What follows belongs to an exercise in optimizing a design on an open flow for small area, a short achievable clock period and few clock cycles per item; a production flow would make more cautious choices. Only simulation tests tie the RTL to the original design; equivalence was not proved.

[flow/flow/upsize.tcl]
# Give the state flip-flops st[*] the 4x drive version of their cell.
read_db $::env(ODB)
set db [ord::get_db]
set block [[$db getChip] getBlock]
set n 0
foreach inst [$block getInsts] {
  set name [$inst getName]
  set m [[$inst getMaster] getName]
  if {[string first "st\\\[" $name] == 0 && $m eq "sky130_fd_sc_hd__dfxtp_1"} {
    $inst swapMaster [$db findMaster sky130_fd_sc_hd__dfxtp_4]
    incr n
  }
}
puts "resized $n flip-flops"
write_db $::env(ODB)
[flow/design.v]
module aes_sbox (
    input  wire [7:0] a,
    output wire [7:0] y
);
    wire t0, t1, t2, t3, t4, t5, t6, t7, t8, t9, t10, t11, t12, t13, t14, t15, t16, t17, t18, t19, t20, t21, t22, t23, t24, t25, t26, t27, t28, t29, t30, M1, M2, M3, M4, M5, M6, M7, M8, M9, M10, M11, M12, M13, M14, M15, M16, M17, M18, M19, M20, M21, M22, M23, M46, M47, M48, M49, M50, M51, M52, M53, M54, M55, M56, M57, M58, M59, M60, M61, M62, M63, b0, b1, b2, b3, b4, b5, b6, b7, b8, b9, b10, b11, b12, b13, b14, b15, b16, b17, b18, b19, b20, b21, b22, b23, b24, b25, b26, b27, b28, b29, b30, b31, b32, b33, b34, b35, b36, M37, M38, M39, M40, M41, M42, M43, M44, M45;
    sx2 g0 (.a(a[1]), .b(a[3]), .y(t0));
    sx2 g1 (.a(a[5]), .b(a[6]), .y(t1));
    sx2 g2 (.a(a[2]), .b(a[7]), .y(t2));
    sx2 g3 (.a(a[0]), .b(t1), .y(t3));
    sx2 g4 (.a(a[4]), .b(a[7]), .y(t4));
    sx2 g5 (.a(t0), .b(t4), .y(t5));
    sx2 g6 (.a(a[6]), .b(t0), .y(t6));
    sx2 g7 (.a(a[5]), .b(t2), .y(t7));
    sx2 g8 (.a(a[2]), .b(a[4]), .y(t8));
    sx2 g9 (.a(a[2]), .b(a[5]), .y(t9));
    sx2 g10 (.a(a[1]), .b(a[4]), .y(t10));
    sx2 g11 (.a(a[1]), .b(a[7]), .y(t11));
    sx2 g12 (.a(a[0]), .b(a[2]), .y(t12));
    sx2 g13 (.a(t2), .b(t10), .y(t13));
    sx2 g14 (.a(a[4]), .b(t2), .y(t14));
    sx2 g15 (.a(a[1]), .b(t2), .y(t15));
    sx2 g16 (.a(t1), .b(t8), .y(t16));
    sx2 g17 (.a(t0), .b(t9), .y(t17));
    sx2 g18 (.a(a[3]), .b(t7), .y(t18));
    sx2 g19 (.a(a[0]), .b(t5), .y(t19));
    sx2 g20 (.a(a[4]), .b(t7), .y(t20));
    sx2 g21 (.a(t1), .b(t5), .y(t21));
    sx2 g22 (.a(t3), .b(t15), .y(t22));
    sx2 g23 (.a(t6), .b(t14), .y(t23));
    sx2 g24 (.a(t0), .b(t7), .y(t24));
    sx2 g25 (.a(a[2]), .b(t6), .y(t25));
    sx2 g26 (.a(t0), .b(t16), .y(t26));
    sx2 g27 (.a(t6), .b(t12), .y(t27));
    sx2 g28 (.a(a[7]), .b(t3), .y(t28));
    sx2 g29 (.a(a[1]), .b(t3), .y(t29));
    sx2 g30 (.a(a[4]), .b(t3), .y(t30));
    snand2 g31 (.a(t13), .b(t5), .y(M1));
    snand2 g32 (.a(t22), .b(t19), .y(M2));
    sxn2 g33 (.a(t23), .b(M1), .y(M3));
    snand2 g34 (.a(t30), .b(a[0]), .y(M4));
    sx2 g35 (.a(M4), .b(M1), .y(M5));
    snand2 g36 (.a(t11), .b(t17), .y(M6));
    snand2 g37 (.a(t29), .b(t3), .y(M7));
    sxn2 g38 (.a(t18), .b(M6), .y(M8));
    snand2 g39 (.a(t28), .b(t27), .y(M9));
    sx2 g40 (.a(M9), .b(M6), .y(M10));
    snand2 g41 (.a(t4), .b(t25), .y(M11));
    snand2 g42 (.a(t8), .b(t20), .y(M12));
    sx2 g43 (.a(M12), .b(M11), .y(M13));
    snand2 g44 (.a(t2), .b(t21), .y(M14));
    sx2 g45 (.a(M14), .b(M11), .y(M15));
    sxn2 g46 (.a(M3), .b(M2), .y(M16));
    sx2 g47 (.a(M5), .b(t26), .y(M17));
    sxn2 g48 (.a(M8), .b(M7), .y(M18));
    sx2 g49 (.a(M10), .b(M15), .y(M19));
    sx2 g50 (.a(M16), .b(M13), .y(M20));
    sx2 g51 (.a(M17), .b(M15), .y(M21));
    sx2 g52 (.a(M18), .b(M13), .y(M22));
    sx2 g53 (.a(M19), .b(t24), .y(M23));
    gf16_inv_0000_000000000 u_inv (.d({M23, M22, M21, M20}), .m({M45, M44, M43, M42, M41, M40, M39, M38, M37}));
    snand2 g54 (.a(M44), .b(t5), .y(M46));
    snand2 g55 (.a(M40), .b(t19), .y(M47));
    snand2 g56 (.a(M39), .b(a[0]), .y(M48));
    snand2 g57 (.a(M43), .b(t17), .y(M49));
    snand2 g58 (.a(M38), .b(t3), .y(M50));
    snand2 g59 (.a(M37), .b(t27), .y(M51));
    snand2 g60 (.a(M42), .b(t25), .y(M52));
    snand2 g61 (.a(M45), .b(t20), .y(M53));
    snand2 g62 (.a(M41), .b(t21), .y(M54));
    snand2 g63 (.a(M44), .b(t13), .y(M55));
    snand2 g64 (.a(M40), .b(t22), .y(M56));
    snand2 g65 (.a(M39), .b(t30), .y(M57));
    snand2 g66 (.a(M43), .b(t11), .y(M58));
    snand2 g67 (.a(M38), .b(t29), .y(M59));
    snand2 g68 (.a(M37), .b(t28), .y(M60));
    snand2 g69 (.a(M42), .b(t4), .y(M61));
    snand2 g70 (.a(M45), .b(t8), .y(M62));
    snand2 g71 (.a(M41), .b(t2), .y(M63));
    sx2 g72 (.a(M56), .b(M61), .y(b0));
    sxn2 g73 (.a(M62), .b(b0), .y(b1));
    sx2 g74 (.a(M46), .b(M49), .y(b2));
    sx2 g75 (.a(M54), .b(M58), .y(b3));
    sx2 g76 (.a(M50), .b(M53), .y(b4));
    sx2 g77 (.a(M48), .b(M60), .y(b5));
    sx2 g78 (.a(M51), .b(M59), .y(b6));
    sx2 g79 (.a(M47), .b(M50), .y(b7));
    sxn2 g80 (.a(M55), .b(b7), .y(b8));
    sx2 g81 (.a(M46), .b(M52), .y(b9));
    sxn2 g82 (.a(M61), .b(b6), .y(b10));
    sxn2 g83 (.a(M62), .b(b10), .y(b11));
    sx2 g84 (.a(b3), .b(b5), .y(b12));
    sxn2 g85 (.a(M55), .b(b1), .y(b13));
    sx2 g86 (.a(M48), .b(M51), .y(b14));
    sx2 g87 (.a(M61), .b(M63), .y(b15));
    sx2 g88 (.a(M48), .b(M58), .y(b16));
    sx2 g89 (.a(M49), .b(M52), .y(b17));
    sxn2 g90 (.a(M57), .b(b2), .y(b18));
    sx2 g91 (.a(M47), .b(M53), .y(b19));
    sx2 g92 (.a(b2), .b(b8), .y(b20));
    sx2 g93 (.a(b8), .b(b14), .y(b21));
    sx2 g94 (.a(b9), .b(b15), .y(b22));
    sx2 g95 (.a(b2), .b(b16), .y(b23));
    sxn2 g96 (.a(b12), .b(b22), .y(b24));
    sxn2 g97 (.a(b11), .b(b23), .y(b25));
    sx2 g98 (.a(b1), .b(b21), .y(b26));
    sx2 g99 (.a(b4), .b(b17), .y(b27));
    sx2 g100 (.a(b1), .b(b12), .y(b28));
    sx2 g101 (.a(b4), .b(b11), .y(b29));
    sx2 g102 (.a(b9), .b(b19), .y(b30));
    sx2 g103 (.a(b1), .b(b20), .y(b31));
    sx2 g104 (.a(b4), .b(b18), .y(b32));
    sxn2 g105 (.a(b13), .b(b30), .y(b33));
    sx2 g106 (.a(b28), .b(b32), .y(b34));
    sxn2 g107 (.a(b3), .b(b29), .y(b35));
    sx2 g108 (.a(b13), .b(b27), .y(b36));
    assign y[7] = b36;
    assign y[6] = b33;
    assign y[5] = b24;
    assign y[4] = b31;
    assign y[3] = b26;
    assign y[2] = b34;
    assign y[1] = b35;
    assign y[0] = b25;
endmodule
module sx2 (input wire a, input wire b, output wire y);
    assign y = a ^ b;
endmodule
module sxn2 (input wire a, input wire b, output wire y);
    assign y = ~(a ^ b);
endmodule
module snand2 (input wire a, input wire b, output wire y);
    assign y = ~(a & b);
endmodule
module snor2 (input wire a, input wire b, output wire y);
    assign y = ~(a | b);
endmodule
module skx (input wire a, input wire g, input wire s, output wire y);
    assign y = a ^ (g & s);
endmodule
module gf16_inv_0000_000000000 (
    input  wire [3:0] d,
    output wire [8:0] m
);
    assign m[0] = (d[0] & d[1]) | (d[1] & ~d[3]) | (d[0] & ~d[2] & d[3]) | (d[0] & d[2] & ~d[3]);
    assign m[1] = (d[1] & d[2]) | (~d[0] & d[1]) | (d[0] & d[2] & d[3]) | (d[0] & ~d[1] & ~d[2] & ~d[3]);
    assign m[2] = (~d[1] & d[3]) | (d[2] & d[3]) | (~d[0] & d[1] & d[2]) | (d[0] & ~d[1] & d[2]);
    assign m[3] = (~d[2] & d[3]) | (d[0] & d[3]) | (d[0] & d[1] & d[2]) | (~d[0] & ~d[1] & d[2] & ~d[3]);
    assign m[4] = (~d[0] & d[1] & ~d[3]) | (~d[1] & ~d[2] & d[3]) | (~d[0] & d[1] & d[2]) | (d[0] & ~d[1] & ~d[2]) | (d[0] & ~d[2] & d[3]) | (~d[0] & d[2] & ~d[3]);
    assign m[5] = (d[0] & d[1] & ~d[2]) | (~d[1] & d[2] & d[3]) | (~d[0] & ~d[1] & d[3]) | (d[0] & d[1] & ~d[3]) | (d[1] & ~d[2] & ~d[3]) | (~d[0] & d[2] & d[3]);
    assign m[6] = (d[0] & ~d[1]) | (d[0] & ~d[2]) | (~d[0] & d[1] & d[3]);
    assign m[7] = (~d[0] & d[2]) | (d[2] & ~d[3]) | (d[1] & ~d[2] & d[3]);
    assign m[8] = (~d[1] & d[2] & d[3]) | (d[0] & d[1] & ~d[3]) | (d[0] & ~d[1] & ~d[2]) | (~d[0] & d[2] & ~d[3]);
endmodule
module gf16_inv_0000_111110011 (
    input  wire [3:0] d,
    output wire [8:0] m
);
    assign m[0] = (~d[0] & ~d[1]) | (~d[0] & d[3]) | (~d[1] & ~d[2] & ~d[3]) | (~d[1] & d[2] & d[3]);
    assign m[1] = (~d[0] & ~d[1]) | (d[0] & d[1] & ~d[2]) | (~d[1] & ~d[2] & d[3]) | (~d[1] & d[2] & ~d[3]);
    assign m[2] = (d[1] & ~d[2]) | (~d[2] & ~d[3]) | (~d[0] & ~d[1] & ~d[3]) | (d[0] & d[1] & ~d[3]);
    assign m[3] = (~d[2] & ~d[3]) | (~d[0] & d[1] & ~d[3]) | (~d[0] & d[2] & d[3]) | (d[0] & ~d[1] & ~d[3]);
    assign m[4] = (d[0] & d[2]) | (~d[1] & d[2] & d[3]) | (d[0] & d[1] & ~d[3]) | (~d[0] & d[1] & ~d[2] & d[3]) | (~d[0] & ~d[1] & ~d[2] & ~d[3]);
    assign m[5] = (d[0] & d[1] & ~d[2]) | (~d[1] & d[2] & d[3]) | (~d[0] & ~d[1] & d[3]) | (d[0] & d[1] & ~d[3]) | (d[1] & ~d[2] & ~d[3]) | (~d[0] & d[2] & d[3]);
    assign m[6] = (d[0] & ~d[1]) | (d[0] & ~d[2]) | (~d[0] & d[1] & d[3]);
    assign m[7] = (~d[2] & ~d[3]) | (~d[1] & ~d[2]) | (d[0] & d[2] & d[3]);
    assign m[8] = (d[1] & d[3]) | (~d[0] & ~d[2]) | (d[0] & ~d[1] & d[2] & ~d[3]);
endmodule
module aes_inv_sbox (
    input  wire [7:0] a,
    output wire [7:0] y
);
    wire t0, t1, t2, t3, t4, t5, t6, t7, t8, t9, t10, t11, t12, t13, t14, t15, t16, t17, t18, t19, t20, t21, t22, t23, t24, t25, t26, t27, t28, t29, M1, M2, M3, M4, M5, M6, M7, M8, M9, M10, M11, M12, M13, M14, M15, M16, M17, M18, M19, M20, M21, M22, M23, M46, M47, M48, M49, M50, M51, M52, M53, M54, M55, M56, M57, M58, M59, M60, M61, M62, M63, b0, b1, b2, b3, b4, b5, b6, b7, b8, b9, b10, b11, b12, b13, b14, b15, b16, b17, b18, b19, b20, b21, b22, b23, b24, b25, b26, b27, b28, b29, b30, b31, b32, b33, b34, b35, b36, b37, b38, b39, M37, M38, M39, M40, M41, M42, M43, M44, M45;
    sx2 g0 (.a(a[4]), .b(a[6]), .y(t0));
    sx2 g1 (.a(a[0]), .b(a[1]), .y(t1));
    sx2 g2 (.a(a[3]), .b(a[4]), .y(t2));
    sx2 g3 (.a(a[3]), .b(a[6]), .y(t3));
    sx2 g4 (.a(a[2]), .b(a[7]), .y(t4));
    sx2 g5 (.a(t0), .b(t1), .y(t5));
    sx2 g6 (.a(a[6]), .b(a[7]), .y(t6));
    sx2 g7 (.a(a[7]), .b(t0), .y(t7));
    sx2 g8 (.a(t1), .b(t3), .y(t8));
    sx2 g9 (.a(a[0]), .b(a[7]), .y(t9));
    sx2 g10 (.a(a[1]), .b(a[2]), .y(t10));
    sx2 g11 (.a(a[0]), .b(a[5]), .y(t11));
    sx2 g12 (.a(a[0]), .b(a[3]), .y(t12));
    sx2 g13 (.a(a[1]), .b(a[5]), .y(t13));
    sx2 g14 (.a(a[2]), .b(a[5]), .y(t14));
    sxn2 g15 (.a(a[4]), .b(a[7]), .y(t15));
    sx2 g16 (.a(a[5]), .b(t4), .y(t16));
    sx2 g17 (.a(t1), .b(t2), .y(t17));
    sx2 g18 (.a(t1), .b(t6), .y(t18));
    sxn2 g19 (.a(t3), .b(t9), .y(t19));
    sx2 g20 (.a(t2), .b(t10), .y(t20));
    sx2 g21 (.a(a[5]), .b(t2), .y(t21));
    sx2 g22 (.a(a[0]), .b(t2), .y(t22));
    sx2 g23 (.a(t0), .b(t11), .y(t23));
    sxn2 g24 (.a(t3), .b(t13), .y(t24));
    sxn2 g25 (.a(t0), .b(t14), .y(t25));
    sxn2 g26 (.a(t4), .b(t5), .y(t26));
    sx2 g27 (.a(t4), .b(t8), .y(t27));
    sxn2 g28 (.a(a[5]), .b(t5), .y(t28));
    sx2 g29 (.a(a[3]), .b(t7), .y(t29));
    snor2 g30 (.a(t18), .b(t25), .y(M1));
    snor2 g31 (.a(t15), .b(t7), .y(M2));
    sxn2 g32 (.a(t27), .b(M1), .y(M3));
    snor2 g33 (.a(t5), .b(t16), .y(M4));
    sx2 g34 (.a(M4), .b(M1), .y(M5));
    snand2 g35 (.a(t17), .b(t24), .y(M6));
    snor2 g36 (.a(t0), .b(t22), .y(M7));
    sx2 g37 (.a(t23), .b(M6), .y(M8));
    snor2 g38 (.a(t8), .b(t28), .y(M9));
    sxn2 g39 (.a(M9), .b(M6), .y(M10));
    snand2 g40 (.a(t2), .b(t26), .y(M11));
    snor2 g41 (.a(t29), .b(t20), .y(M12));
    sxn2 g42 (.a(M12), .b(M11), .y(M13));
    snor2 g43 (.a(t6), .b(t19), .y(M14));
    sxn2 g44 (.a(M14), .b(M11), .y(M15));
    sx2 g45 (.a(M3), .b(M2), .y(M16));
    sxn2 g46 (.a(M5), .b(t12), .y(M17));
    sx2 g47 (.a(M8), .b(M7), .y(M18));
    sx2 g48 (.a(M10), .b(M15), .y(M19));
    sx2 g49 (.a(M16), .b(M13), .y(M20));
    sx2 g50 (.a(M17), .b(M15), .y(M21));
    sx2 g51 (.a(M18), .b(M13), .y(M22));
    sxn2 g52 (.a(M19), .b(t21), .y(M23));
    gf16_inv_0000_111110011 u_inv (.d({M23, M22, M21, M20}), .m({M45, M44, M43, M42, M41, M40, M39, M38, M37}));
    snor2 g53 (.a(M44), .b(t25), .y(M46));
    snor2 g54 (.a(M40), .b(t7), .y(M47));
    snor2 g55 (.a(M39), .b(t16), .y(M48));
    snand2 g56 (.a(M43), .b(t24), .y(M49));
    snor2 g57 (.a(M38), .b(t22), .y(M50));
    snor2 g58 (.a(M37), .b(t28), .y(M51));
    snand2 g59 (.a(M42), .b(t26), .y(M52));
    snor2 g60 (.a(M45), .b(t20), .y(M53));
    snor2 g61 (.a(M41), .b(t19), .y(M54));
    snor2 g62 (.a(M44), .b(t18), .y(M55));
    snor2 g63 (.a(M40), .b(t15), .y(M56));
    snor2 g64 (.a(M39), .b(t5), .y(M57));
    snand2 g65 (.a(M43), .b(t17), .y(M58));
    snor2 g66 (.a(M38), .b(t0), .y(M59));
    snor2 g67 (.a(M37), .b(t8), .y(M60));
    snand2 g68 (.a(M42), .b(t2), .y(M61));
    snor2 g69 (.a(M45), .b(t29), .y(M62));
    snor2 g70 (.a(M41), .b(t6), .y(M63));
    sx2 g71 (.a(M52), .b(M61), .y(b0));
    sx2 g72 (.a(M50), .b(b0), .y(b1));
    sxn2 g73 (.a(M54), .b(M58), .y(b2));
    sx2 g74 (.a(M62), .b(b2), .y(b3));
    sx2 g75 (.a(M59), .b(b1), .y(b4));
    sx2 g76 (.a(M48), .b(M56), .y(b5));
    sx2 g77 (.a(M47), .b(M60), .y(b6));
    sx2 g78 (.a(b5), .b(b6), .y(b7));
    sx2 g79 (.a(M57), .b(M63), .y(b8));
    sx2 g80 (.a(M46), .b(M51), .y(b9));
    sxn2 g81 (.a(M49), .b(b7), .y(b10));
    sx2 g82 (.a(M51), .b(M59), .y(b11));
    sx2 g83 (.a(M48), .b(M59), .y(b12));
    sx2 g84 (.a(M55), .b(M63), .y(b13));
    sx2 g85 (.a(M49), .b(M58), .y(b14));
    sxn2 g86 (.a(M58), .b(b5), .y(b15));
    sxn2 g87 (.a(M49), .b(b11), .y(b16));
    sxn2 g88 (.a(M55), .b(M61), .y(b17));
    sx2 g89 (.a(M46), .b(b12), .y(b18));
    sx2 g90 (.a(b8), .b(b15), .y(b19));
    sx2 g91 (.a(M47), .b(b9), .y(b20));
    sx2 g92 (.a(M53), .b(b14), .y(b21));
    sx2 g93 (.a(b0), .b(b16), .y(b22));
    sx2 g94 (.a(b0), .b(b18), .y(b23));
    sx2 g95 (.a(M53), .b(b9), .y(b24));
    sx2 g96 (.a(M54), .b(b13), .y(b25));
    sx2 g97 (.a(b8), .b(b17), .y(b26));
    sx2 g98 (.a(M57), .b(b3), .y(b27));
    sx2 g99 (.a(b10), .b(b25), .y(b28));
    sx2 g100 (.a(M62), .b(b21), .y(b29));
    sx2 g101 (.a(b1), .b(b10), .y(b30));
    sx2 g102 (.a(b19), .b(b24), .y(b31));
    sx2 g103 (.a(b3), .b(b22), .y(b32));
    sx2 g104 (.a(b3), .b(b20), .y(b33));
    sx2 g105 (.a(b3), .b(b23), .y(b34));
    sx2 g106 (.a(b4), .b(b28), .y(b35));
    sx2 g107 (.a(b4), .b(b31), .y(b36));
    sx2 g108 (.a(b4), .b(b33), .y(b37));
    sx2 g109 (.a(b4), .b(b29), .y(b38));
    sx2 g110 (.a(b27), .b(b30), .y(b39));
    assign y[7] = b32;
    assign y[6] = b35;
    assign y[5] = b39;
    assign y[4] = b34;
    assign y[3] = b36;
    assign y[2] = b37;
    assign y[1] = b38;
    assign y[0] = b26;
endmodule
module aes_inv_mixcol (
    input  wire [31:0] c,
    output wire [31:0] y
);
    wire m0, m1, m2, m3, m4, m5, m6, m7, m8, m9, m10, m11, m12, m13, m14, m15, m16, m17, m18, m19, m20, m21, m22, m23, m24, m25, m26, m27, m28, m29, m30, m31, m32, m33, m34, m35, m36, m37, m38, m39, m40, m41, m42, m43, m44, m45, m46, m47, m48, m49, m50, m51, m52, m53, m54, m55, m56, m57, m58, m59, m60, m61, m62, m63, m64, m65, m66, m67, m68, m69, m70, m71, m72, m73, m74, m75, m76, m77, m78, m79, m80, m81, m82, m83, m84, m85, m86, m87, m88, m89, m90, m91, m92, m93, m94, m95, m96, m97, m98, m99, m100, m101, m102, m103, m104, m105, m106, m107, m108, m109, m110, m111, m112, m113, m114, m115, m116, m117, m118, m119, m120, m121, m122, m123, m124, m125, m126, m127, m128, m129, m130, m131, m132, m133, m134, m135, m136, m137, m138, m139, m140, m141, m142, m143, m144, m145, m146, m147, m148, m149, m150, m151, m152, m153, m154, m155, m156, m157, m158, m159, m160, m161, m162, m163, m164, m165, m166, m167, m168, m169, m170, m171, m172, m173, m174, m175;
    sx2 x0 (.a(c[5]), .b(c[21]), .y(m0));
    sx2 x1 (.a(c[13]), .b(c[29]), .y(m1));
    sx2 x2 (.a(c[6]), .b(c[22]), .y(m2));
    sx2 x3 (.a(c[14]), .b(c[30]), .y(m3));
    sx2 x4 (.a(m0), .b(m1), .y(m4));
    sx2 x5 (.a(c[15]), .b(c[31]), .y(m5));
    sx2 x6 (.a(c[23]), .b(c[27]), .y(m6));
    sx2 x7 (.a(c[7]), .b(c[11]), .y(m7));
    sx2 x8 (.a(c[18]), .b(m3), .y(m8));
    sx2 x9 (.a(c[26]), .b(m2), .y(m9));
    sx2 x10 (.a(c[8]), .b(m4), .y(m10));
    sx2 x11 (.a(c[4]), .b(c[20]), .y(m11));
    sx2 x12 (.a(c[0]), .b(c[16]), .y(m12));
    sx2 x13 (.a(c[1]), .b(c[17]), .y(m13));
    sx2 x14 (.a(c[3]), .b(c[19]), .y(m14));
    sx2 x15 (.a(c[9]), .b(c[25]), .y(m15));
    sx2 x16 (.a(c[12]), .b(c[28]), .y(m16));
    sx2 x17 (.a(c[2]), .b(c[10]), .y(m17));
    sx2 x18 (.a(m6), .b(m7), .y(m18));
    sx2 x19 (.a(m5), .b(m14), .y(m19));
    sx2 x20 (.a(m8), .b(m9), .y(m20));
    sx2 x21 (.a(c[23]), .b(c[24]), .y(m21));
    sx2 x22 (.a(c[24]), .b(m12), .y(m22));
    sx2 x23 (.a(m4), .b(m15), .y(m23));
    sx2 x24 (.a(c[15]), .b(m13), .y(m24));
    sx2 x25 (.a(m11), .b(m16), .y(m25));
    sx2 x26 (.a(m18), .b(m19), .y(m26));
    sx2 x27 (.a(m17), .b(m20), .y(m27));
    sx2 x28 (.a(m10), .b(m22), .y(m28));
    sx2 x29 (.a(c[7]), .b(c[31]), .y(m29));
    sx2 x30 (.a(c[3]), .b(c[31]), .y(m30));
    sx2 x31 (.a(c[7]), .b(c[15]), .y(m31));
    sx2 x32 (.a(m2), .b(m21), .y(m32));
    sx2 x33 (.a(c[31]), .b(m3), .y(m33));
    sx2 x34 (.a(m13), .b(m30), .y(m34));
    sx2 x35 (.a(c[19]), .b(m24), .y(m35));
    sx2 x36 (.a(c[23]), .b(m25), .y(m36));
    sx2 x37 (.a(c[7]), .b(c[8]), .y(m37));
    sx2 x38 (.a(m3), .b(m11), .y(m38));
    sx2 x39 (.a(c[10]), .b(m11), .y(m39));
    sx2 x40 (.a(m14), .b(m15), .y(m40));
    sx2 x41 (.a(m2), .b(m29), .y(m41));
    sx2 x42 (.a(c[2]), .b(m16), .y(m42));
    sx2 x43 (.a(m2), .b(m16), .y(m43));
    sx2 x44 (.a(m3), .b(m31), .y(m44));
    sx2 x45 (.a(m5), .b(m12), .y(m45));
    sx2 x46 (.a(m0), .b(m5), .y(m46));
    sx2 x47 (.a(c[17]), .b(m17), .y(m47));
    sx2 x48 (.a(m0), .b(m18), .y(m48));
    sx2 x49 (.a(m8), .b(m42), .y(m49));
    sx2 x50 (.a(m1), .b(m19), .y(m50));
    sx2 x51 (.a(m7), .b(m34), .y(m51));
    sx2 x52 (.a(m9), .b(m39), .y(m52));
    sx2 x53 (.a(m23), .b(m52), .y(m53));
    sx2 x54 (.a(m23), .b(m49), .y(m54));
    sx2 x55 (.a(c[5]), .b(c[12]), .y(m55));
    sx2 x56 (.a(c[14]), .b(c[21]), .y(m56));
    sx2 x57 (.a(c[13]), .b(c[28]), .y(m57));
    sx2 x58 (.a(c[6]), .b(c[30]), .y(m58));
    sx2 x59 (.a(c[6]), .b(c[21]), .y(m59));
    sx2 x60 (.a(c[1]), .b(c[9]), .y(m60));
    sx2 x61 (.a(c[12]), .b(c[29]), .y(m61));
    sx2 x62 (.a(c[21]), .b(c[28]), .y(m62));
    sx2 x63 (.a(c[15]), .b(c[26]), .y(m63));
    sx2 x64 (.a(c[5]), .b(c[29]), .y(m64));
    sx2 x65 (.a(c[10]), .b(c[25]), .y(m65));
    sx2 x66 (.a(c[7]), .b(c[14]), .y(m66));
    sx2 x67 (.a(c[22]), .b(c[30]), .y(m67));
    sx2 x68 (.a(c[13]), .b(c[30]), .y(m68));
    sx2 x69 (.a(c[16]), .b(c[24]), .y(m69));
    sx2 x70 (.a(c[10]), .b(c[18]), .y(m70));
    sx2 x71 (.a(c[0]), .b(c[25]), .y(m71));
    sx2 x72 (.a(c[6]), .b(c[14]), .y(m72));
    sx2 x73 (.a(c[0]), .b(c[15]), .y(m73));
    sx2 x74 (.a(c[2]), .b(c[11]), .y(m74));
    sx2 x75 (.a(c[1]), .b(c[16]), .y(m75));
    sx2 x76 (.a(c[0]), .b(c[17]), .y(m76));
    sx2 x77 (.a(c[9]), .b(c[16]), .y(m77));
    sx2 x78 (.a(c[27]), .b(m2), .y(m78));
    sx2 x79 (.a(m21), .b(m37), .y(m79));
    sx2 x80 (.a(c[22]), .b(m66), .y(m80));
    sx2 x81 (.a(c[12]), .b(m6), .y(m81));
    sx2 x82 (.a(c[25]), .b(m37), .y(m82));
    sx2 x83 (.a(m1), .b(m67), .y(m83));
    sx2 x84 (.a(c[20]), .b(m6), .y(m84));
    sx2 x85 (.a(c[20]), .b(m55), .y(m85));
    sx2 x86 (.a(m6), .b(m17), .y(m86));
    sx2 x87 (.a(m1), .b(m29), .y(m87));
    sx2 x88 (.a(c[4]), .b(m62), .y(m88));
    sx2 x89 (.a(c[2]), .b(m60), .y(m89));
    sx2 x90 (.a(c[23]), .b(m12), .y(m90));
    sx2 x91 (.a(c[20]), .b(m57), .y(m91));
    sx2 x92 (.a(c[13]), .b(m59), .y(m92));
    sx2 x93 (.a(c[4]), .b(m61), .y(m93));
    sx2 x94 (.a(c[22]), .b(m64), .y(m94));
    sx2 x95 (.a(c[29]), .b(m56), .y(m95));
    sx2 x96 (.a(m13), .b(m71), .y(m96));
    sx2 x97 (.a(c[5]), .b(m68), .y(m97));
    sx2 x98 (.a(c[9]), .b(m3), .y(m98));
    sx2 x99 (.a(m15), .b(m75), .y(m99));
    sx2 x100 (.a(m21), .b(m76), .y(m100));
    sx2 x101 (.a(c[4]), .b(m7), .y(m101));
    sx2 x102 (.a(m7), .b(m63), .y(m102));
    sx2 x103 (.a(m6), .b(m74), .y(m103));
    sx2 x104 (.a(c[1]), .b(m65), .y(m104));
    sx2 x105 (.a(m8), .b(m102), .y(m105));
    sx2 x106 (.a(m8), .b(m47), .y(m106));
    sx2 x107 (.a(m79), .b(m89), .y(m107));
    sx2 x108 (.a(m33), .b(m40), .y(m108));
    sx2 x109 (.a(m38), .b(m94), .y(m109));
    sx2 x110 (.a(m32), .b(m73), .y(m110));
    sx2 x111 (.a(m41), .b(m69), .y(m111));
    sx2 x112 (.a(m4), .b(m24), .y(m112));
    sx2 x113 (.a(m4), .b(m22), .y(m113));
    sx2 x114 (.a(m9), .b(m45), .y(m114));
    sx2 x115 (.a(m33), .b(m90), .y(m115));
    sx2 x116 (.a(m31), .b(m83), .y(m116));
    sx2 x117 (.a(m47), .b(m98), .y(m117));
    sx2 x118 (.a(m70), .b(m78), .y(m118));
    sx2 x119 (.a(m38), .b(m92), .y(m119));
    sx2 x120 (.a(m33), .b(m100), .y(m120));
    sx2 x121 (.a(m41), .b(m96), .y(m121));
    sx2 x122 (.a(m32), .b(m82), .y(m122));
    sx2 x123 (.a(m43), .b(m95), .y(m123));
    sx2 x124 (.a(m46), .b(m80), .y(m124));
    sx2 x125 (.a(m43), .b(m97), .y(m125));
    sx2 x126 (.a(m32), .b(m77), .y(m126));
    sx2 x127 (.a(m46), .b(m58), .y(m127));
    sx2 x128 (.a(m72), .b(m87), .y(m128));
    sx2 x129 (.a(m45), .b(m104), .y(m129));
    sx2 x130 (.a(m44), .b(m99), .y(m130));
    sx2 x131 (.a(m34), .b(m84), .y(m131));
    sx2 x132 (.a(m9), .b(m103), .y(m132));
    sx2 x133 (.a(m23), .b(m120), .y(m133));
    sx2 x134 (.a(m36), .b(m127), .y(m134));
    sx2 x135 (.a(m114), .b(m117), .y(m135));
    sx2 x136 (.a(m36), .b(m128), .y(m136));
    sx2 x137 (.a(m35), .b(m81), .y(m137));
    sx2 x138 (.a(m26), .b(m109), .y(m138));
    sx2 x139 (.a(m25), .b(m124), .y(m139));
    sx2 x140 (.a(m20), .b(m129), .y(m140));
    sx2 x141 (.a(m50), .b(m85), .y(m141));
    sx2 x142 (.a(m10), .b(m121), .y(m142));
    sx2 x143 (.a(m35), .b(m132), .y(m143));
    sx2 x144 (.a(m48), .b(m93), .y(m144));
    sx2 x145 (.a(m10), .b(m110), .y(m145));
    sx2 x146 (.a(m86), .b(m108), .y(m146));
    sx2 x147 (.a(m10), .b(m111), .y(m147));
    sx2 x148 (.a(c[28]), .b(m51), .y(m148));
    sx2 x149 (.a(m50), .b(m88), .y(m149));
    sx2 x150 (.a(m10), .b(m130), .y(m150));
    sx2 x151 (.a(m112), .b(m126), .y(m151));
    sx2 x152 (.a(m40), .b(m105), .y(m152));
    sx2 x153 (.a(m20), .b(m107), .y(m153));
    sx2 x154 (.a(m51), .b(m118), .y(m154));
    sx2 x155 (.a(m26), .b(m119), .y(m155));
    sx2 x156 (.a(m36), .b(m116), .y(m156));
    sx2 x157 (.a(m26), .b(m125), .y(m157));
    sx2 x158 (.a(m35), .b(m101), .y(m158));
    sx2 x159 (.a(m48), .b(m91), .y(m159));
    sx2 x160 (.a(m106), .b(m122), .y(m160));
    sx2 x161 (.a(m10), .b(m115), .y(m161));
    sx2 x162 (.a(m44), .b(m113), .y(m162));
    sx2 x163 (.a(m26), .b(m123), .y(m163));
    sx2 x164 (.a(m28), .b(m152), .y(m164));
    sx2 x165 (.a(m28), .b(m154), .y(m165));
    sx2 x166 (.a(m27), .b(m149), .y(m166));
    sx2 x167 (.a(m53), .b(m148), .y(m167));
    sx2 x168 (.a(m53), .b(m137), .y(m168));
    sx2 x169 (.a(m27), .b(m141), .y(m169));
    sx2 x170 (.a(m27), .b(m159), .y(m170));
    sx2 x171 (.a(m27), .b(m144), .y(m171));
    sx2 x172 (.a(m28), .b(m143), .y(m172));
    sx2 x173 (.a(m54), .b(m158), .y(m173));
    sx2 x174 (.a(m54), .b(m131), .y(m174));
    sx2 x175 (.a(m28), .b(m146), .y(m175));
    assign y[0] = m147;
    assign y[1] = m133;
    assign y[2] = m140;
    assign y[3] = m172;
    assign y[4] = m174;
    assign y[5] = m166;
    assign y[6] = m138;
    assign y[7] = m134;
    assign y[8] = m162;
    assign y[9] = m142;
    assign y[10] = m153;
    assign y[11] = m175;
    assign y[12] = m167;
    assign y[13] = m171;
    assign y[14] = m157;
    assign y[15] = m136;
    assign y[16] = m145;
    assign y[17] = m150;
    assign y[18] = m135;
    assign y[19] = m165;
    assign y[20] = m173;
    assign y[21] = m169;
    assign y[22] = m155;
    assign y[23] = m139;
    assign y[24] = m161;
    assign y[25] = m151;
    assign y[26] = m160;
    assign y[27] = m164;
    assign y[28] = m168;
    assign y[29] = m170;
    assign y[30] = m163;
    assign y[31] = m156;
endmodule
module kw_unwrap (
    input  wire         clk,
    input  wire         rst,       
    input  wire         start,     
    input  wire [127:0] kek,       
    input  wire [191:0] wrapped,   
    output wire         busy,
    output wire         done,      
    output wire         ok,        
    output wire [127:0] key        
);
    localparam [63:0] KW_IV = 64'hA6A6A6A6A6A6A6A6;
    reg         busy_r;
    reg         done_r;
    reg         kexp;     
    reg         first;    
    reg         step12;   
    reg [3:0]   rnd;      
    reg [3:0]   t;        
    reg [127:0] st;       
    reg [63:0]  ro;       
    reg [127:0] rk;       
    reg [127:0] kl;       
    wire accept = start && !busy_r;
    genvar gb, gc, gr;
    wire last   = !kexp && (rnd == 4'd0);
    assign busy = busy_r;
    assign done = done_r;
    assign ok   = (st[127:64] == KW_IV);
    assign key  = {st[63:0], ro};
    wire [31:0]  w0 = rk[127:96];
    wire [31:0]  w1 = rk[95:64];
    wire [31:0]  w2 = rk[63:32];
    wire [31:0]  w3 = rk[31:0];
    wire [31:0]  v3 = w3 ^ w2;    
    wire [31:0]  v2 = w2 ^ w1;
    wire [31:0]  v1 = w1 ^ w0;
    wire [31:0]  rot = {v3[23:0], v3[31:24]};
    wire [31:0]  sw_out;
    generate
        for (gb = 0; gb < 4; gb = gb + 1) begin : g_sbox
            aes_sbox u_sbox (.a(rot[8*gb +: 8]), .y(sw_out[8*gb +: 8]));
        end
    endgenerate
    wire [9:0]   rd = {rnd == 4'd9, rnd == 4'd8, rnd == 4'd7, rnd == 4'd6, rnd == 4'd5,
                       rnd == 4'd4, rnd == 4'd3, rnd == 4'd2, rnd == 4'd1, rnd == 4'd0};
    wire [7:0]   rcon = {rd[7], rd[6], rd[5] | rd[9], rd[4] | rd[8] | rd[9],
                         rd[3] | rd[8], rd[2] | rd[9], rd[1] | rd[8] | rd[9], rd[0] | rd[8]};
    wire [31:0]  temp = sw_out ^ {rcon, 24'h000000};
    wire [31:0]  n0 = w0 ^ temp;
    wire         fin = kexp && (rnd == 4'd9);    
    wire [31:0]  n2 = v2 ^ n0;
    wire [127:0] key_step = {n0, v1 ^ (temp & {32{kexp}}), v2 ^ (n0 & {32{kexp}}),
                             v3 ^ (n2 & {32{fin}})};
    wire [127:0] key_prev = {n0, v1, v2, v3};
    wire [127:0] blk = (step12 ? {kl[127:64] ^ 64'd12, kl[63:0]}
                               : {st[127:64] ^ {60'd0, t}, ro}) ^ rk;
    wire [127:0] imc;
    generate
        for (gc = 0; gc < 4; gc = gc + 1) begin : g_imc
            aes_inv_mixcol u_imc (.c(st[32*gc +: 32]), .y(imc[32*gc +: 32]));
        end
    endgenerate
    wire [127:0] x = first ? blk : imc;
    wire [127:0] isr;
    generate
        for (gc = 0; gc < 4; gc = gc + 1) begin : g_col
            for (gr = 0; gr < 4; gr = gr + 1) begin : g_row
                assign isr[127 - 8*(gr + 4*((gc + gr) % 4)) -: 8] =
                       x[127 - 8*(gr + 4*gc) -: 8];
            end
        end
    endgenerate
    wire [127:0] isb;
    generate
        for (gb = 0; gb < 16; gb = gb + 1) begin : g_isbox
            aes_inv_sbox u_isbox (.a(isr[8*gb +: 8]), .y(isb[8*gb +: 8]));
        end
    endgenerate
    wire [127:0] ark = isb ^ key_prev;
    always @(posedge clk) begin
        if (rst) begin
            busy_r <= 1'b0;
            done_r <= 1'b0;
            kexp   <= 1'b0;
            first  <= 1'b0;
            step12 <= 1'b0;
        end else begin
            done_r <= 1'b0;
            if (accept) begin
                busy_r <= 1'b1;
                kexp   <= 1'b1;
                first  <= 1'b0;
                step12 <= 1'b1;
                rnd    <= 4'd0;
                t      <= 4'd12;
            end else if (busy_r) begin
                if (kexp) begin
                    if (rnd == 4'd9) begin
                        kexp  <= 1'b0;
                        first <= 1'b1;
                    end else begin
                        rnd <= rnd + 4'd1;
                    end
                end else begin
                    first <= (rnd == 4'd0) && (t != 4'd1);
                    if (rnd == 4'd0) begin
                        rnd    <= 4'd9;
                        t      <= t - 4'd1;
                        step12 <= 1'b0;
                        if (t == 4'd1) begin
                            busy_r <= 1'b0;
                            done_r <= 1'b1;
                        end
                    end else begin
                        rnd <= rnd - 4'd1;
                    end
                end
            end
        end
    end
    always @(posedge clk) begin
        if (accept)
            rk <= {kek[127:32], kek[63:32] ^ kek[31:0]};
        else if (last)
            rk <= kl;
        else
            rk <= key_step;
    end
    always @(posedge clk) begin
        if (accept)
            kl <= {wrapped[191:128], wrapped[63:0]};
        else if (first && step12)
            kl <= rk;
    end
    always @(posedge clk) begin
        st <= ark;
        if (accept)
            ro <= wrapped[127:64];
        else if (first && !step12)
            ro <= st[63:0];
    end
endmodule
[flow/flow/run.sh]
#!/bin/bash
# The standard layout (the standard.sh: ORFS synthesis to finish), with
# these changes in how it is made:
#  - the port buffers that global placement inserts on every input and
#    output are the smallest buffer (buf_1) instead of clkdlybuf4s50_1;
#  - clock tree synthesis inserts no dummy loads;
#  - after floorplanning, the flip-flops of the round state (st) get a
#    stronger drive (same cell type, dfxtp_1 -> dfxtp_4): they drive the
#    InvMixColumns network at the start of the critical loop.
# ORFS writes each step's full log under orfs/logs/; make's output goes to
# flow_*.log and the resizing step's to upsize.log, all in this folder.
set -euo pipefail
export BUFFER_PORTS_ARGS="-buffer_cell sky130_fd_sc_hd__buf_1"
export CTS_ARGS="-sink_clustering_enable -repair_clock_nets -dont_use_dummy_load"
bash standard.sh floorplan > flow_floorplan.log 2>&1
odb=orfs/results/$FLOW_PLATFORM/kw_unwrap/base/2_floorplan.odb
ODB=$odb openroad -no_init -exit flow/upsize.tcl > upsize.log 2>&1
bash standard.sh finish > flow_finish.log 2>&1
[flow/config.mk]
export PLATFORM = sky130hd
export DESIGN_NAME = kw_unwrap
export DESIGN_NICKNAME = kw_unwrap
export VERILOG_FILES = /design/flow/design.v
export SDC_FILE = /design/flow/constraint.sdc
export NUM_CORES = 8
export LEC_CHECK = 0
export CAP_MARGIN = 20
export CORE_MARGIN = 2
export CORE_UTILIZATION = 26
export GPL_ROUTABILITY_DRIVEN = 0
export SETUP_SLACK_MARGIN = 1.65
export SLEW_MARGIN = 20
export SYNTH_HIERARCHICAL = 1
[flow/constraint.sdc]
create_clock -name core_clock -period 8.0 [get_ports {clk}]
set_input_delay 1.6000 -clock core_clock [delete_from_list [all_inputs] [get_ports {clk}]]
set_output_delay 1.6000 -clock core_clock [all_outputs]
set_load 0.01 [all_outputs]
[flow/standard.sh]
#!/bin/bash
# synth_recipe.tcl (not shown) runs the flow's synth.tcl, then flattens the netlist and writes it again
# the make line also repeats each setting of config.mk as NAME=value (left out here)
make -C /OpenROAD-flow-scripts/flow DESIGN_CONFIG=/design/flow/config.mk WORK_HOME=/design/flow/orfs CLKGATE_MAP_FILE= SYNTH_SCRIPT=/design/flow/synth_recipe.tcl "${@:-finish}"
==> impl_metrics.yaml, run 1 <==
timing:
  finalSetupViolCount: 0
  rsz0062_at_grt: "true"
  timing.final.crit_period_ns: 6.29
  relSlewSlack: 0.219
  tightest_slew_ns: 1.16
  tns_ns: 0
  finClkSkew_ns: 0.0949
  max_freq_ghz: 0.159
  post-route-period-util: 0.787
  slew_violations: 0
  finalHoldViolations: 0
clock_network:
  cts_max_level: 2
  cts.path.max_buffers: 3
  clock_latency_ns: 0.70
  cts_sinks: 461
  path_clk_slew_ns: 0.07
  cts_root_buf: "clkbuf_16"
  postCtsHoldBufs: 0
  cts_tree: "done"
  numCtsBuffers: 58
detailed_routing:
  detail-route-antenna-nets: 0
  drt_iter0_drc: 4373
  first_pass_iters: 5
  drc: 0
  vias: 47339
  via_per_inst: 4.91
  routed_wirelength_mm: 235
  post_drt_wl_per_cell_um: 24.4
die:
  core-area_um2: 211000
  fp.dieW_um: 465
  num_io_pins: 454
  fp.dieH_um: 465
  start_util: 0.261
  rows: 169
  die-area_um2: 216000
setup_path:
  crit_fanout: 14
  r2r_slack_ns: 1.71
  startpoint_type: "flop"
  r2r_start: "rk[45]"
  crit_type: "flop to flop"
  arrival_ns: 6.91
  endpoint_kind: "flop"
  reg2regPathDepth: 24
  rr_endpoint: "rk[18]"
  cp.required_ns: 8.62
synthesis:
  synth_area_um2: 55200
  synth.distinct_cells: 71
  synth_nets: 6976
  syn_inst: 6646
  synth_edf_count: 200
  syn_avg_cell_area_um2: 8.30
  seq_area_frac_synth: 0.204
  async_flop_share: 0
  ys_dominant_reg_cell: "dfxtp_1"
  ys_ff_latch: 461
  ys_warn_count: 7
placement:
  io_buffers: 453
  place_area_um2: 58200
  dpl.hpwl_mm: 189
  dp.cells: 9472
layout:
  area_growth_pct: 17.3
  final_common_cell: "xor2_1"
  instances_no_fill: 9651
  nNetsFinal: 7155
  final_cell_mix: "xor2_1, nand2_1, xnor2_1, nor2_1, buf_1"
  regArea_um2: 11700
  stdcell_area_um2: 64700
  fillerInstances: 22112
  drive_above_1_share: 0.158
  multiInputGateArea_um2: 44100
  post-route-util: 0.306
global_route:
  grt_usage: 0.206
  grt_pass1_wl_mm: 327
  grt_pass1_vias: 45821
  antenna_found_initial: 44
  grt_overflow: 0
  grt_start_max_net_pins: 151
status:
  status: "timing/DRC/antenna clean"
worst_hold_path:
  hp-class: "flop to flop"
  hp-start: "kl[30]"
  hold_depth: 2
  holdPathEnd: "rk[30]"
job:
  drv_cap: 0
==> final cells by class <==
class,count,area share
multi-input combinational,5558,0.681
sequential,461,0.181
timing repair buffer,706,0.0582
tap,2821,0.0545
clock buffer,58,0.0224
inverter,40,0.00232
antenna,7,0.000271
==> sequential cells by signal (all words and copies together) (netlist names) <==
signal  flops
busy_r      1
done_r      1
first       1
kexp        1
kl        128
rk        128
rnd         4
ro         64
st        128
step12      1
t           4
==> Yosys stat by module (local to each module, per instance) <==
module / cell area, µm² / copies in the design / flops+latches / cells
snor2: 3.75 / 336 / 0 / 1
gf16_inv_0000_111110011: 235 / 16 / 0 / 36
aes_inv_sbox: 60.1 / 16 / 0 / 8
aes_sbox: 60.1 / 4 / 0 / 8
aes_inv_mixcol: 240 / 4 / 0 / 32
sxn2: 8.76 / 328 / 0 / 1
gf16_inv_0000_000000000: 233 / 4 / 0 / 37
kw_unwrap: 25500 / 1 / 461 / 2718
snand2: 3.75 / 204 / 0 / 1
sx2: 8.76 / 2048 / 0 / 1
==> logic make-up (layout without fill, tap and decap cells) <==
kind of cell | count (synthesis) | after routing | share of synthesized area
xor+xnor | 2867 | 2867 | 0.456
simple gates | 1744 | 1744 | 0.134
compound gates | 683 | 683 | 0.0812
buf+inv | 627 | 804 | 0.0731
flops | 461 | 461 | 0.204
mux | 257 | 257 | 0.0495
fa+ha+maj | 7 | 7 | 0.00159
other cells | 0 | 7 | 0
==> through the flow <==
step | hold slack (ns) | worst slack (ns)
after CTS | 0.519 | 1.61
final | 0.512 | 1.71
after floorplan | 0.464 | 1.73
after detailed placement | 0.511 | 0.548
after global placement | 0.498 | 0.687
after global routing | 0.553 | 1.36
==> critical path, stage by stage (launching register included) <==
cell and delay (ns):
dfxtp_1 0.30, buf_4 0.17, xnor2_2 0.31, inv_1 0.27, xor2_4 0.30, xor2_4 0.29, xor2_1 0.35, nand2_1 0.13
xor2_1 0.19, xor2_1 0.36, xor2_4 0.37, and2_4 0.24, nor2_1 0.05, a21oi_1 0.19, nand2_1 0.19, xor2_2 0.34
xor2_2 0.28, xor2_1 0.25, xor2_2 0.09, buf_4 0.19, xnor2_4 0.35, xor2_4 0.36, a21oi_1 0.11, o311ai_0 0.38
a21boi_1 0.22
==> Yosys cell counts, types with 17 or more instances <==
cell,number,share of area
a211oi_2,21,0.0048
o221ai_1,17,0.0027
dfxtp_1,261,0.095
mux2_2,126,0.026
buf_2,22,0.0020
mux2i_1,131,0.024
edfxtp_1,200,0.11
o22ai_1,31,0.0035
xnor2_1,759,0.12
nand2b_1,57,0.0065
and3_1,25,0.0028
o311ai_0,24,0.0038
a211oi_1,35,0.0048
nor3b_1,19,0.0026
o21ai_1,37,0.0034
o21a_1,17,0.0023
xor2_1,2103,0.33
clkbuf_1,105,0.0071
nand2_1,954,0.065
nand3b_1,38,0.0052
a21o_1,27,0.0037
o21ai_0,67,0.0061
a21boi_1,17,0.0023
nor2b_1,40,0.0045
buf_1,28,0.0019
a31oi_1,29,0.0033
buf_4,424,0.058
o311ai_1,20,0.0032
nor2_1,505,0.034
a21boi_0,23,0.0031
inv_1,40,0.0027
nand3_1,26,0.0024
a21oi_1,239,0.022
==> worst max-delay path by stage <==
stage,endpoint,from,cells past startpoint
finish,rk[18],rk[45],24
CTS,st[61],st[63],24
floorplan,ro[0],first,5
global route,st[53],st[94],26
global placement,st[38],st[13],22
detailed placement,st[38],st[13],22
==> layer usage <==
metal  GRT usage  up-vias  wire [µm]
li1            -    21232          -
met3      0.0416      670      20500
met2       0.315     2405     101000
met1       0.258    23010      92100
met4       0.146       22      22000
met5           0        -        121
==> repair_timing <==
item,in CTS,in global routing
gates resized for setup,212,320
endpoints found under the setup margin,187,162
buffers inserted,43,70
pin swaps,25,75
Testbench counts, summed over its fixed seeds: cycles 67,072, items 512.
==> inputs of run 2 (changes only) <==
--- a/flow/config.mk
+++ b/flow/config.mk
@@ -8,7 +8,7 @@
 export CAP_MARGIN = 20
 export CORE_MARGIN = 2
 export CORE_UTILIZATION = 26
-export GPL_ROUTABILITY_DRIVEN = 0
+export PLACE_DENSITY = 0.75
 export SETUP_SLACK_MARGIN = 1.65
 export SLEW_MARGIN = 20
 export SYNTH_HIERARCHICAL = 1
==> run 2 against run 1 <==
First-iteration DRC count grew 18%. Utilization shrank 0.34 points. Routed wire length shrank 0.83%. Worst setup slack gained 0.015 ns. Die area is the same. Clock-buffer cell count is the same. Hold slack lost 0.0017 ns. Sequential share of layout area grew 0.23 points.
==> impl_metrics.yaml, run 2 <==
setup_path:
  startpoint_type: "flop"
  crit_fanout: 11
  cp.required_ns: 8.59
  arrival_ns: 6.87
  endpoint_kind: "flop"
  crit_start: "rk[63]"
  crit_type: "flop to flop"
  r2r_start: "rk[63]"
global_route:
  grt_pass1_vias: 44285
  grt_usage: 0.204
  gr-usage-met3: 0.0338
  grt_overflow: 0
  busiest_layer: "met2"
  grt_start_max_net_pins: 115
  grt_pass1_wl_mm: 319
  grt_util_met2: 0.313
  antenna_found_initial: 17
  met1_usage: 0.246
timing:
  post-route-period-util: 0.785
  finClkSkew_ns: 0.104
  tightest_slew_ns: 1.18
  rsz0062_at_grt: "true"
  slew_violations: 0
  tns_ns: 0
  timing.final.crit_period_ns: 6.28
  relSlewSlack: 0.216
  max_freq_ghz: 0.159
  finalSetupViolCount: 0
  finalHoldViolations: 0
synthesis:
  async_flop_share: 0
  ys_ff_latch: 461
  yosysMostFrequentCell: "xor2_1"
  synth_nets: 6976
  synth_area_leaders: "xor2_1, xnor2_1, edfxtp_1"
  synthTopCellsByCount: "xor2_1, nand2_1, xnor2_1, nor2_1, buf_4"
  seq_area_frac_synth: 0.204
  synth_top_area_cell: "xor2_1"
  synth_area_um2: 55200
  synth_top_area_share: 0.334
  synth_edf_count: 200
  synth.distinct_cells: 71
  syn_avg_cell_area_um2: 8.30
  ys_dominant_reg_cell: "dfxtp_1"
  ys_warn_count: 7
  syn_inst: 6646
clock_network:
  cts_root_buf: "clkbuf_16"
  path_clk_slew_ns: 0.06
  cts.path.max_buffers: 3
  numCtsBuffers: 58
  clock_latency_ns: 0.71
  cts_tree: "done"
  cts_max_level: 2
  cts_sinks: 461
detailed_routing:
  routed_wirelength_mm: 233
  drt_iter0_drc: 5143
  vias: 46555
  drc: 0
  post_drt_wl_per_cell_um: 24.2
  first_pass_iters: 6
  detail-route-antenna-nets: 0
  via_per_inst: 4.82
layout:
  fillerInstances: 22269
  drive_above_1_share: 0.151
  area_growth_pct: 16.0
  reg_top3: "kl x128, rk x128, st x128"
  final_common_cell: "xor2_1"
  final_cell_mix: "xor2_1, nand2_1, xnor2_1, nor2_1, buf_1"
  nNetsFinal: 7154
  post-route-util: 0.303
worst_hold_path:
  hp-class: "flop to flop"
  hp-start: "kl[25]"
status:
  status: "timing/DRC/antenna clean"
placement:
  dpl.hpwl_mm: 190
  io_buffers: 453
  place_congestion: 1.03
die:
  core-area_um2: 211000
  rows: 169
  num_io_pins: 454
  start_util: 0.261
  die-area_um2: 216000
  fp.dieW_um: 465
  fp.dieH_um: 465
job:
  drv_cap: 0
run 2: final timing paths:
path | end | slack [ns] | cells after the start
max | rk[4] | 1.72 | 23
min | rk[25] | 0.51 | 2
max reg2reg | rk[4] | 1.72 | 23
min reg2reg | rk[25] | 0.51 | 2
run 2: repair_timing:
| action | CTS | global route |
|---|---|---|
| endpoints found under the setup margin | 180 | 160 |
| hold buffers | 0 | 0 |
| buffers inserted | 31 | 56 |
| gates resized for setup | 164 | 297 |
| hold endpoints to repair | 0 | 0 |
| pin swaps | 15 | 74 |
run 2: cell families after synthesis:
kind of cell / after synthesis / share of synthesized area
mux: 257 / 0.0495
flops: 461 / 0.204
xor+xnor: 2867 / 0.456
buf+inv: 627 / 0.0731
fa+ha+maj: 7 / 0.00159
compound gates: 683 / 0.0812
simple gates: 1744 / 0.134
run 2: area by class of cell:
class / instances / area, µm² / share of cell area
Tap cell: 2821 / 3530 / 0.0552
Multi-Input combinational cell: 5558 / 43400 / 0.678
Antenna cell: 7 / 17.5 / 0.000274
Timing Repair Buffer: 705 / 3720 / 0.0581
Sequential cell: 461 / 11700 / 0.183
Clock buffer: 58 / 1450 / 0.0227
Inverter: 40 / 154 / 0.00241
run 2: modules after synthesis (local to each module, per instance):
module / area [µm²] / flops+latches / times used / cells
kw_unwrap: 25500 / 461 / 1 / 2718
gf16_inv_0000_000000000: 233 / 0 / 4 / 37
aes_inv_mixcol: 240 / 0 / 4 / 32
snor2: 3.75 / 0 / 336 / 1
gf16_inv_0000_111110011: 235 / 0 / 16 / 36
sxn2: 8.76 / 0 / 328 / 1
sx2: 8.76 / 0 / 2048 / 1
aes_inv_sbox: 60.1 / 0 / 16 / 8
snand2: 3.75 / 0 / 204 / 1
aes_sbox: 60.1 / 0 / 4 / 8
run 2: critical path, cell delays in order (launching register included):
cell,delay [ns]
dfxtp_2,0.54
xnor2_2,0.21
inv_1,0.21
xor2_1,0.41
xor2_2,0.30
xor2_1,0.22
nand2_1,0.09
xor2_1,0.26
xor2_1,0.19
xor2_1,0.08
buf_4,0.18
nand2b_1,0.22
o311ai_1,0.55
nand2_1,0.20
xor2_1,0.19
xnor2_1,0.29
xor2_1,0.24
xor2_1,0.40
xnor2_1,0.18
buf_4,0.22
xor2_1,0.25
a21oi_1,0.09
o311ai_0,0.41
a21boi_0,0.20
run 2: routing by layer:
metal,wire length (µm),vias to the layer above
li1,-,21280
met1,88600,22268
met2,101000,2320
met3,18900,679
met4,25200,8
met5,50,-
run 2: through the flow:
stage                     hold slack [ns]  std cells  area, µm²  setup slack [ns]
final                               0.511       9650      64000              1.72
after CTS                           0.509       9587      61200              1.60
after detailed placement            0.494       9498      58300             0.603
after global placement              0.496       9498      58300             0.665
after global routing                0.557       9646      64000              1.54
after floorplan                     0.464       6646      55200              1.73
==> inputs of run 3 (changes only) <==
--- a/flow/config.mk
+++ b/flow/config.mk
@@ -7,8 +7,7 @@
 export LEC_CHECK = 0
 export CAP_MARGIN = 20
 export CORE_MARGIN = 2
-export CORE_UTILIZATION = 26
-export PLACE_DENSITY = 0.75
+export CORE_UTILIZATION = 20
 export SETUP_SLACK_MARGIN = 1.65
 export SLEW_MARGIN = 20
 export SYNTH_HIERARCHICAL = 1
==> run 3 against run 2 <==
Still clean on timing, DRC and antenna. Global-route usage is 3.5 points lower. Die area is 30% higher. Utilization down 6.5 points. Non-clock buffer count down 1. Worst setup slack gained 0.016 ns. Routed wire length increased by 6.2%. Design area is 1.5% higher. Area after synthesis stayed put. Sequential share of layout area fell by 0.28 points. Final cell count up 8.0%. Critical path type unchanged.
==> impl_metrics.yaml, run 3 <==
setup_path:
  critPathSlowestCell: "dfxtp_4"
  cp.required_ns: 8.57
  critPathTopFamily: "XOR/XNOR gates"
  rr_endpoint: "st[13]"
  path_buf_inv: 4
  r2r_slack_ns: 1.74
  reg2regPathDepth: 26
  endpoint_kind: "flop"
  timing.critical_path.to: "st[13]"
  cpMostUsedCell: "xor2_1"
  startpoint_type: "flop"
  crit_type: "flop to flop"
  cp_num_cells: 26
  r2r_start: "st[70]"
  arrival_ns: 6.83
  crit_fanout: 6
  cpPeakStageDelay_ns: 0.41
  crit_start: "st[70]"
synthesis:
  synthTopCellsByCount: "xor2_1, nand2_1, xnor2_1, nor2_1, buf_4"
  ys_dominant_reg_cell: "dfxtp_1"
  ys_warn_count: 7
  synth_top_area_cell: "xor2_1"
  async_flop_share: 0
  yosysMostFrequentCell: "xor2_1"
  syn_inst: 6646
  ys_ff_latch: 461
  synth.distinct_cells: 71
  seq_area_frac_synth: 0.204
  synth_area_leaders: "xor2_1, xnor2_1, edfxtp_1"
  synth_top_area_share: 0.334
  synth_nets: 6976
  synth_area_um2: 55200
  synth_edf_count: 200
  syn_avg_cell_area_um2: 8.30
detailed_routing:
  first_pass_iters: 6
  detail-route-antenna-nets: 0
  drt_iter0_drc: 4289
  routed_wirelength_mm: 248
  via_per_inst: 4.40
  vias: 45838
  post_drt_wl_per_cell_um: 23.8
  drc: 0
layout:
  area_growth_pct: 17.8
  post-route-util: 0.237
  reg_top3: "kl x128, rk x128, st x128"
  final_cell_mix: "xor2_1, nand2_1, xnor2_1, nor2_1, buf_1"
  drive_above_1_share: 0.149
  final_common_cell: "xor2_1"
  nNetsFinal: 7161
die:
  rows: 192
  core-area_um2: 274000
  fp.dieW_um: 529
  fp.dieH_um: 529
  num_io_pins: 454
  start_util: 0.201
  die-area_um2: 280000
timing:
  finalSetupViolCount: 0
  max_freq_ghz: 0.160
  post-route-period-util: 0.783
  tightest_slew_ns: 1.33
  relSlewSlack: 0.106
  tns_ns: 0
  finClkSkew_ns: 0.114
  timing.final.crit_period_ns: 6.26
  slew_violations: 0
  finalHoldViolations: 0
  rsz0062_at_grt: "true"
global_route:
  grt_pass1_wl_mm: 335
  antenna_found_initial: 24
  grt_start_max_net_pins: 92
  grt_pass1_vias: 43431
  grt_usage: 0.169
  grt_overflow: 0
status:
  status: "timing/DRC/antenna clean"
clock_network:
  cts_sinks: 461
  numCtsBuffers: 66
  clock_latency_ns: 0.73
  path_clk_slew_ns: 0.06
  cts_tree: "done"
  cts_root_buf: "clkbuf_16"
  cts.path.max_buffers: 3
  cts_max_level: 3
  postCtsHoldBufs: 0
placement:
  place_congestion: 1.02
  dpl.hpwl_mm: 204
  io_buffers: 453
worst_hold_path:
  hp-class: "flop to flop"
  hp-start: "kl[30]"
job:
  drv_cap: 0
==> run 3: cell counts after synthesis <==
Identical to the previous run, type by type.
==> run 3: how the worst min path moves through the flow <==
stage,endpoint,slack (ns),cells after the start
final,rk[30],0.54,2
after global routing,kl[25],0.58,2
after CTS,rk[30],0.53,2
after detailed placement,rk[25],0.51,2
after global placement,rk[25],0.49,2
after floorplan,rk[30],0.46,2
==> run 3: timing repair <==
| item | in CTS | in global routing |
|---|---|---|
| setup endpoints to repair | 179 | 170 |
| pin swaps | 17 | 69 |
| endpoints found under the hold margin | 0 | 0 |
| buffers inserted | 25 | 58 |
| resized for setup | 159 | 275 |
==> run 3: routing by layer <==
layer	GRT usage	part of all wire	up-vias
met5	0	0.00053	-
met4	0.113	0.081	22
met3	0.0310	0.074	475
met2	0.267	0.44	1923
met1	0.209	0.40	22111
li1	-	-	21307
==> run 3: area by class of cell <==
cell class                 instances  area [µm²]
inverter                          40         154
antenna                            4        10.0
tap                             3589        4490
fill                           29890      209000
timing repair buffer             704        3700
sequential                       461       11700
multi-input combinational       5558       43200
clock buffer                      66        1650
==> run 3: worst reg2reg max path, stage by stage, from the launching register on <==
cell     delay (ns)
dfxtp_4        0.41
xor2_1         0.15
buf_4          0.21
xor2_4         0.28
xor2_1         0.24
xor2_1         0.26
xor2_1         0.33
mux2_2         0.28
xor2_1         0.15
buf_4          0.21
xor2_4         0.23
xnor2_1        0.18
nand2_1        0.18
xnor2_2        0.25
xor2_2         0.13
xnor2_2        0.32
buf_4          0.21
a21oi_1        0.04
o21a_1         0.21
nor2_1         0.22
xor2_1         0.25
xor2_1         0.29
xnor2_2        0.18
xor2_1         0.22
xor2_1         0.26
xnor2_2        0.22
buf_4          0.19
==> run 3: per-module statistics from Yosys (local to each module, per instance) <==
module                   copies in the design  flip-flops and latches  cells
aes_sbox                                    4                       0      8
aes_inv_sbox                               16                       0      8
snand2                                    204                       0      1
sx2                                      2048                       0      1
sxn2                                      328                       0      1
kw_unwrap                                   1                     461   2718
snor2                                     336                       0      1
aes_inv_mixcol                              4                       0     32
gf16_inv_0000_000000000                     4                       0     37
gf16_inv_0000_111110011                    16                       0     36
==> run 3: per-stage QoR <==
stage	hold WS (ns)	worst slack [ns]	cell area, µm²	std cells
floorplan	0.464	1.73	55200	6646
global placement	0.486	0.770	59300	10269
detailed placement	0.510	0.795	59300	10269
CTS	0.534	1.66	62400	10360
global route	0.579	1.53	64900	10419
finish	0.538	1.74	64900	10422
==> run 3: cell families (layout without fill, tap and decap cells) <==
logic type               after synthesis  count (layout)  share of synthesized area
adder cells (fa/ha/maj)                7               7                    0.00159
multiplexers                         257             257                     0.0495
AND/OR/NAND/NOR                     1744            1744                      0.134
other                                  0               4                          0
flip-flops                           461             461                      0.204
AO/OA/AOI/OAI                        683             683                     0.0812
buffers and inverters                627             810                     0.0731
XOR/XNOR                            2867            2867                      0.456
==> inputs of run 4 (changes only) <==
--- a/flow/config.mk
+++ b/flow/config.mk
@@ -7,7 +7,7 @@
 export LEC_CHECK = 0
 export CAP_MARGIN = 20
 export CORE_MARGIN = 2
-export CORE_UTILIZATION = 20
+export CORE_UTILIZATION = 23
 export SETUP_SLACK_MARGIN = 1.65
 export SLEW_MARGIN = 20
 export SYNTH_HIERARCHICAL = 1
==> run 4 against run 3 <==
Worst setup slack better by 0.092 ns. Hold slack improved by 0.015 ns. Synthesized cell count unchanged. Area after synthesis unchanged. Design area is 0.12% lower. Die area decreased by 13%. Highest routed layer unchanged.
==> impl_metrics.yaml, run 4 <==
synthesis:
  synth_top_area_cell: "xor2_1"
  yosysMostFrequentCell: "xor2_1"
  synth_area_um2: 55200
  synth_area_leaders: "xor2_1, xnor2_1, edfxtp_1"
  syn_avg_cell_area_um2: 8.30
  async_flop_share: 0
  synthTopCellsByCount: "xor2_1, nand2_1, xnor2_1, nor2_1, buf_4"
  ys_ff_latch: 461
die:
  fp.dieH_um: 494
  fp.dieW_um: 494
  core-area_um2: 238000
  rows: 179
  num_io_pins: 454
worst_hold_path:
  hp-class: "flop to flop"
  hp-start: "kl[25]"
  hold_depth: 2
global_route:
  grt_start_max_net_pins: 189
detailed_routing:
  wl_met3_mm: 16.9
  post_drt_wl_per_cell_um: 23.8
  detail-route-antenna-nets: 0
  via_per_inst: 4.56
  drc: 0
  routed_wirelength_mm: 239
timing:
  finClkSkew_ns: 0.0693
  slew_violations: 0
  fin_hold_ws_ns: 0.553
  post-route-period-util: 0.771
  finalHoldViolations: 0
status:
  status: "timing/DRC/antenna clean"
setup_path:
  startpoint_type: "flop"
  r2r_start: "st[108]"
  cp.required_ns: 8.53
  arrival_ns: 6.70
  rr_endpoint: "st[81]"
  timing.critical_path.to: "st[81]"
clock_network:
  clock_latency_ns: 0.68
  cts.path.max_buffers: 3
  cts_sinks: 461
  numCtsBuffers: 66
job:
  drv_cap: 0
placement:
  io_buffers: 453
  dpl.hpwl_mm: 194
  place_area_um2: 58900
layout:
  drive_above_1_share: 0.154
==> run 4: cell counts after synthesis <==
No cell type changed its count.
==> run 4: timing repair <==
| action | in CTS | in global routing |
|---|---|---|
| pin swaps | 14 | 74 |
| setup buffers | 20 | 73 |
| resized for setup | 165 | 300 |
| hold endpoints to repair | 0 | 0 |
| endpoints found under the setup margin | 176 | 168 |
| gates cloned | 0 | 1 |
==> run 4: per-module statistics from Yosys, one instance, submodules excluded <==
module                   copies in the design  cell area [µm²]
gf16_inv_0000_000000000                     4              233
aes_inv_sbox                               16             60.1
sx2                                      2048             8.76
aes_inv_mixcol                              4              240
kw_unwrap                                   1            25500
snand2                                    204             3.75
sxn2                                      328             8.76
aes_sbox                                    4             60.1
gf16_inv_0000_111110011                    16              235
snor2                                     336             3.75
==> run 4: cells by family after synthesis <==
| kind of cell | synth area share |
|---|---|
| compound gates | 0.0812 |
| xor+xnor | 0.456 |
| fa+ha+maj | 0.00159 |
| buf+inv | 0.0731 |
| flops | 0.204 |
| mux | 0.0495 |
| simple gates | 0.134 |
==> run 4: layout make-up <==
type / instances / area, µm² / area share
sequential: 461 / 11700 / 0.181
antenna: 7 / 17.5 / 0.000270
multi-input combinational: 5559 / 43500 / 0.670
clock buffer: 66 / 1650 / 0.0255
inverter: 40 / 154 / 0.00237
tap: 3167 / 3960 / 0.0611
timing repair buffer: 719 / 3870 / 0.0597
==> run 4: through the flow <==
step / instances
floorplan: 6646
global placement: 9851
detailed placement: 9851
CTS: 9937
global route: 10015
finish: 10019
==> run 4: worst min-delay path by stage <==
stage / endpoint
after global placement: rk[30]
final: rk[25]
after CTS: rk[25]
after detailed placement: rk[25]
after global routing: rk[25]
after floorplan: rk[30]
==> run 4: worst max-delay path: stages, from the launching register on <==
cell and delay [ns]:
dfxtp_4 0.47, xor2_2 0.31, xor2_1 0.34, xor2_2 0.24, xor2_2 0.28, xor2_2 0.32, mux2_2 0.33, xor2_4 0.29
xor2_2 0.28, xnor2_1 0.19, nand2_1 0.16, xnor2_1 0.31, xor2_1 0.21, xnor2_1 0.14, buf_4 0.21, nand2b_1 0.22
a21oi_1 0.11, a211oi_2 0.25, nand2_1 0.19, xor2_4 0.25, xor2_2 0.25, xor2_2 0.31, xor2_1 0.26, xnor2_1 0.10
==> run 4: routing by layer <==
metal / GRT usage / up-vias
li1: - / 21319
met1: 0.233 / 22126
met2: 0.295 / 1777
met3: 0.0323 / 436
met4: 0.117 / 10
met5: 0 / -

-- afterwards: timing with drivers on the ports --
How much do the figures lean on ideal ports? The routed layouts below were timed once more, with nothing changed but the port constraints.
Step 1 sets driving cells, clkbuf_16 on the clock port and buf_2 on the other inputs (assumed; they add their load-dependent delay and slew).
Step 2 also shifts input and output timing later by t, the mid clock arrival at the registers, as if the neighbouring blocks saw the same clock.
a / b / c = ideal ports / drivers / drivers and shift; a / b = the first two.
| run | t, ns | setup slack, ns | latest minus earliest clock arrival (ns) | worst slew at a driven data input, ns | cell pins on the clock port's net |
|---|---|---|---|---|---|
| run 1 | 0.729 | 1.707 / 1.707 / 1.707 | 0.096 / 0.095 | 0.18 | 1 |
| run 2 | 0.739 | 1.722 / 1.722 / 1.722 | 0.106 / 0.106 | 0.14 | 1 |
| run 3 | 0.746 | 1.738 / 1.738 / 1.738 | 0.115 / 0.115 | 0.13 | 1 |
| run 4 | 0.745 | 1.830 / 1.830 / 1.830 | 0.072 / 0.072 | 0.08 | 1 |
After both steps every run listed still meets setup and hold.
